This is an optimization exercise on Yosys and OpenROAD, whose aim is small area and a short achievable clock period, not a production implementation.
In this exercise RTL edits were held to simulation tests only and were not proved equivalent to the original.

// mxe_fp8_group
module mxe_fp8_group (
    input  wire        clk,
    input  wire        rst,           
    input  wire        in_valid,
    input  wire [31:0] in_acc,        
    input  wire [15:0] in_a,          
    input  wire [15:0] in_b,          
    input  wire        in_fmt_a,      
    input  wire        in_fmt_b,
    input  wire [7:0]  in_scale_a,    
    input  wire [7:0]  in_scale_b,
    output reg         out_valid,
    output reg  [31:0] out_acc
);
    wire [3:0] ia0_xn, ia1_xn, ib0_xn, ib1_xn;
    wire [5:0] ia0_te, ia1_te, ib0_te, ib1_te;
    wire       ia0_nan, ia1_nan, ib0_nan, ib1_nan, ia0_inf, ia1_inf, ib0_inf, ib1_inf;
    fp8_norm n_a0 (.x(in_a[7:0]),  .e5m2(in_fmt_a), .xn(ia0_xn), .te(ia0_te), .nan(ia0_nan), .inf(ia0_inf));
    fp8_norm n_a1 (.x(in_a[15:8]), .e5m2(in_fmt_a), .xn(ia1_xn), .te(ia1_te), .nan(ia1_nan), .inf(ia1_inf));
    fp8_norm n_b0 (.x(in_b[7:0]),  .e5m2(in_fmt_b), .xn(ib0_xn), .te(ib0_te), .nan(ib0_nan), .inf(ib0_inf));
    fp8_norm n_b1 (.x(in_b[15:8]), .e5m2(in_fmt_b), .xn(ib1_xn), .te(ib1_te), .nan(ib1_nan), .inf(ib1_inf));
    reg        v0;
    reg [31:0] acc_r;
    reg [3:0]  xa0, xa1, xb0, xb1;
    reg [5:0]  ta0, ta1, tb0, tb1;
    reg        q0_neg, q1_neg, q0_nan, q1_nan, q0_inf, q1_inf;
    reg [8:0]  ssum;
    reg        snan;
    always @(posedge clk) begin
        if (rst) v0 <= 1'b0;
  ...
Size: ~4400 cells after synthesis, about 360 flip-flops.
clock: 28.0 ns
lec_check: 0
abc_area: 1
cap_margin: 20
core_margin: 2
core_utilization: 40
slew_margin: 20
run.sh (not shown) runs the stock make flow with config.mk's settings and CLKGATE_MAP_FILE= SYNTH_SCRIPT=/design/flow/synth_recipe.tcl, a recipe that flattens the netlist after the stock synthesis.
Edit:
--- a/flow/design.v
+++ b/flow/design.v
@@ -212,23 +212,23 @@
         sp_inf3  <= sp_inf2;
         sp_sign3 <= sp_2 & sp_sign2;
     end
     wire        neg3 = sum3[50];
     wire [98:0] vin = {{24{neg3}}, sum3, 24'd0};
     wire [98:0] vrev, vsr;
     generate
         for (gi = 0; gi < 99; gi = gi + 1) begin : rv
             assign vrev[gi] = vin[98 - gi];
         end
     endgenerate
-    rshift_big #(.W(99), .S(7)) u_shn (.x(vrev), .s_lo(a3), .s_hi_n(~a3), .y(vsr));
+    rshift_dup #(.W(99), .S(7)) u_shn (.x(vrev), .s_lo(a3), .s_hi_n(~a3), .y(vsr));
     wire [23:0] q;
     generate
         for (gi = 0; gi < 24; gi = gi + 1) begin : qb
             assign q[gi] = vsr[23 - gi];
         end
     endgenerate
     wire        g   = vsr[24];
     wire [23:0] qq    = q ^ {24{neg3}};
     wire        inc   = neg3 ? (~g | (~st3 & qq[0])) : (g & (st3 | qq[0]));
     reg  [24:0] ones;
     integer k;
@@ -318,48 +318,22 @@
                     if (i < W/2) begin : lo_half
                         assign v[i] = s_lo[l-1] ? hi : lv[l-1].v[i];
                     end else begin : hi_half
                         assign v[i] = s_hi_n[l-1] ? lv[l-1].v[i] : hi;
                     end
                 end
             end
         end
     endgenerate
     assign y = lv[S].v;
 endmodule
-module rshift_big #(parameter W = 71, parameter S = 7) (
-    input  wire [W-1:0] x,
-    input  wire [S-1:0] s_lo,       
-    input  wire [S-1:0] s_hi_n,     
-    output wire [W-1:0] y
-);
-    genvar l, i;
-    generate
-        for (l = 0; l <= S; l = l + 1) begin : lv
-            wire [W-1:0] v;
-            if (l == 0) begin : first
-                assign v = x;
-            end else begin : level
-                for (i = 0; i < W; i = i + 1) begin : bit_
-                    wire hi  = (i + (1 << (S-l)) < W) ? lv[l-1].v[(i + (1 << (S-l))) % W] : 1'b0;
-                    if (i < W/2) begin : lo_half
-                        assign v[i] = s_lo[S-l] ? hi : lv[l-1].v[i];
-                    end else begin : hi_half
-                        assign v[i] = s_hi_n[S-l] ? lv[l-1].v[i] : hi;
-                    end
-                end
-            end
-        end
-    endgenerate
-    assign y = lv[S].v;
-endmodule
 module msb8 (input wire [7:0] x, output reg [2:0] n);
     integer i;
     always @(*) begin
         n = 3'd0;
         for (i = 0; i < 8; i = i + 1)
             if (x[i]) n = i[2:0];
     end
 endmodule
 module msb24 (input wire [22:0] x, output wire [4:0] n);
     genvar l, g;
     generate
What happened:
- synthesized area grows by about 4%
- worst setup slack is better by 0.20 ns
- fmax went up by 2.8%
- count of clock-buffer cells in the layout grows by 5
- design area grows by 3.5%

north:
mxe_fp8_group, a different RTL version from the one above (not shown whole).
For scale: about 4500 cells after synthesis, roughly 120 I/O pins.
clock: 28.0 ns
lec_check: 0
abc_area: 1
cap_margin: 20
core_margin: 2
core_utilization: 40
cts_cluster_diameter: 100
cts_cluster_size: 24
slew_margin: 20
standard.sh (not shown) runs the stock make flow with config.mk's settings and CLKGATE_MAP_FILE= SYNTH_SCRIPT=/design/flow/synth_recipe.tcl, a recipe that flattens the netlist after the stock synthesis.
==> flow/flow/run.sh <==
#!/bin/bash
# Layout: the standard flow, with the input and output ports buffered
# by sky130_fd_sc_hd__buf_4 cells instead of the cell buffer_ports picks,
# and timing repair aimed at a 6.9 ns period (the clock stays at 28 ns).
set -e
export BUFFER_PORTS_ARGS="-buffer_cell sky130_fd_sc_hd__buf_4"
export SETUP_SLACK_MARGIN=21.1
bash standard.sh > standard.log 2>&1
Here is what was changed in the inputs of south compared with north.
--- a/flow/design.v
+++ b/flow/design.v
@@ -20,17 +20,17 @@
     fp8_norm n_b0 (.x(in_b[7:0]),  .e5m2(in_fmt_b), .xn(ib0_xn), .te(ib0_te), .nan(ib0_nan), .inf(ib0_inf));
     fp8_norm n_b1 (.x(in_b[15:8]), .e5m2(in_fmt_b), .xn(ib1_xn), .te(ib1_te), .nan(ib1_nan), .inf(ib1_inf));
     reg        v0;
     reg [31:0] acc_r;
     reg [3:0]  xa0, xa1, xb0, xb1;
     reg [5:0]  ta0, ta1, tb0, tb1;
     reg        q0_neg, q1_neg, q0_nan, q1_nan;
     reg        fa0_inf, fa1_inf, fb0_inf, fb1_inf;
-    reg [4:0]  ss_lo, ss_hi;      
+    reg [8:0]  ssum;
     reg        snan;
     always @(posedge clk) begin
         if (rst) v0 <= 1'b0;
         else     v0 <= in_valid;
         acc_r  <= in_acc;
         xa0    <= ia0_xn;
         xa1    <= ia1_xn;
         xb0    <= ib0_xn;
@@ -42,21 +42,19 @@
         q0_neg <= in_a[7] ^ in_b[7];
         q1_neg <= in_a[15] ^ in_b[15];
         q0_nan <= ia0_nan | ib0_nan;
         q1_nan <= ia1_nan | ib1_nan;
         fa0_inf <= ia0_inf;
         fa1_inf <= ia1_inf;
         fb0_inf <= ib0_inf;
         fb1_inf <= ib1_inf;
-        ss_lo  <= {1'b0, in_scale_a[3:0]} + {1'b0, in_scale_b[3:0]};
-        ss_hi  <= {1'b0, in_scale_a[7:4]} + {1'b0, in_scale_b[7:4]};
+        ssum   <= {1'b0, in_scale_a} + {1'b0, in_scale_b};
         snan   <= (&in_scale_a) | (&in_scale_b);
     end
-    wire [8:0] ssum = {ss_hi + {4'd0, ss_lo[4]}, ss_lo[3:0]};    
     wire [7:0] pn0 = xa0 * xb0;
     wire [7:0] pn1 = xa1 * xb1;
     wire       c0 = pn0[7];     
     wire       c1 = pn1[7];
     wire [6:0] te0  = {1'b0, ta0} + {1'b0, tb0};
     wire [6:0] te1  = {1'b0, ta1} + {1'b0, tb1};
     wire [6:0] tau0 = te0 + {6'd0, c0};
     wire [6:0] tau1 = te1 + {6'd0, c1};
==> comparison <==
Across both runs, post-placement setup slack was lower for south than for north. Sort north and south by utilization after layout asc -> top: north. Diff south..north | adder-cell share of the synthesized area | negligible. south vs. north: routed wire length fell by about 1.6%; post-route standard cell area excluding fillers fell by 180 µm². From north to south the numbers moved as follows: final worst setup slack rose by 0.036 ns; fraction of cell area in non-clock buffers stayed essentially flat. Changes observed in south relative to north: global-route usage decreased 0.55 points; die area decreased about 0.46%.

==> static timing again, ports no longer ideal <==
The flow's constraints put no driver on any port. The routed layouts listed below were extracted and timed again, unchanged, in two steps. Step 1 sets driving cells, clkbuf_16 on the clock port and buf_2 on the other inputs (assumed; they add their load-dependent delay and slew). Step 2 times the ports against the registers' clock, not the clock port: input delays grow and output delays shrink by t, the midpoint of the rising clock arrivals with the driver on. Three values: no drivers, after step 1, after step 2; two values: the first two.
| run | shift t [ns] | setup slack, ns | hold slack, ns |
|---|---|---|---|
| the first run of note 1 | 0.624 | 20.638 / 20.682 / 20.058 | 0.323 / 0.323 / 0.323 |
| the second run of note 1 | 0.627 | 20.836 / 20.836 / 20.306 | 0.319 / 0.319 / 0.319 |
| north | 0.655 | 21.339 / 21.276 / 21.192 | 0.334 / 0.334 / 0.334 |
| south | 0.628 | 21.375 / 21.311 / 20.912 | 0.332 / 0.332 / 0.332 |
After both steps setup and hold are still met in every run listed. The setup slack of the first run of note 1, which loses most, moves by +0.044 ns with the drivers and by -0.580 ns with both steps.
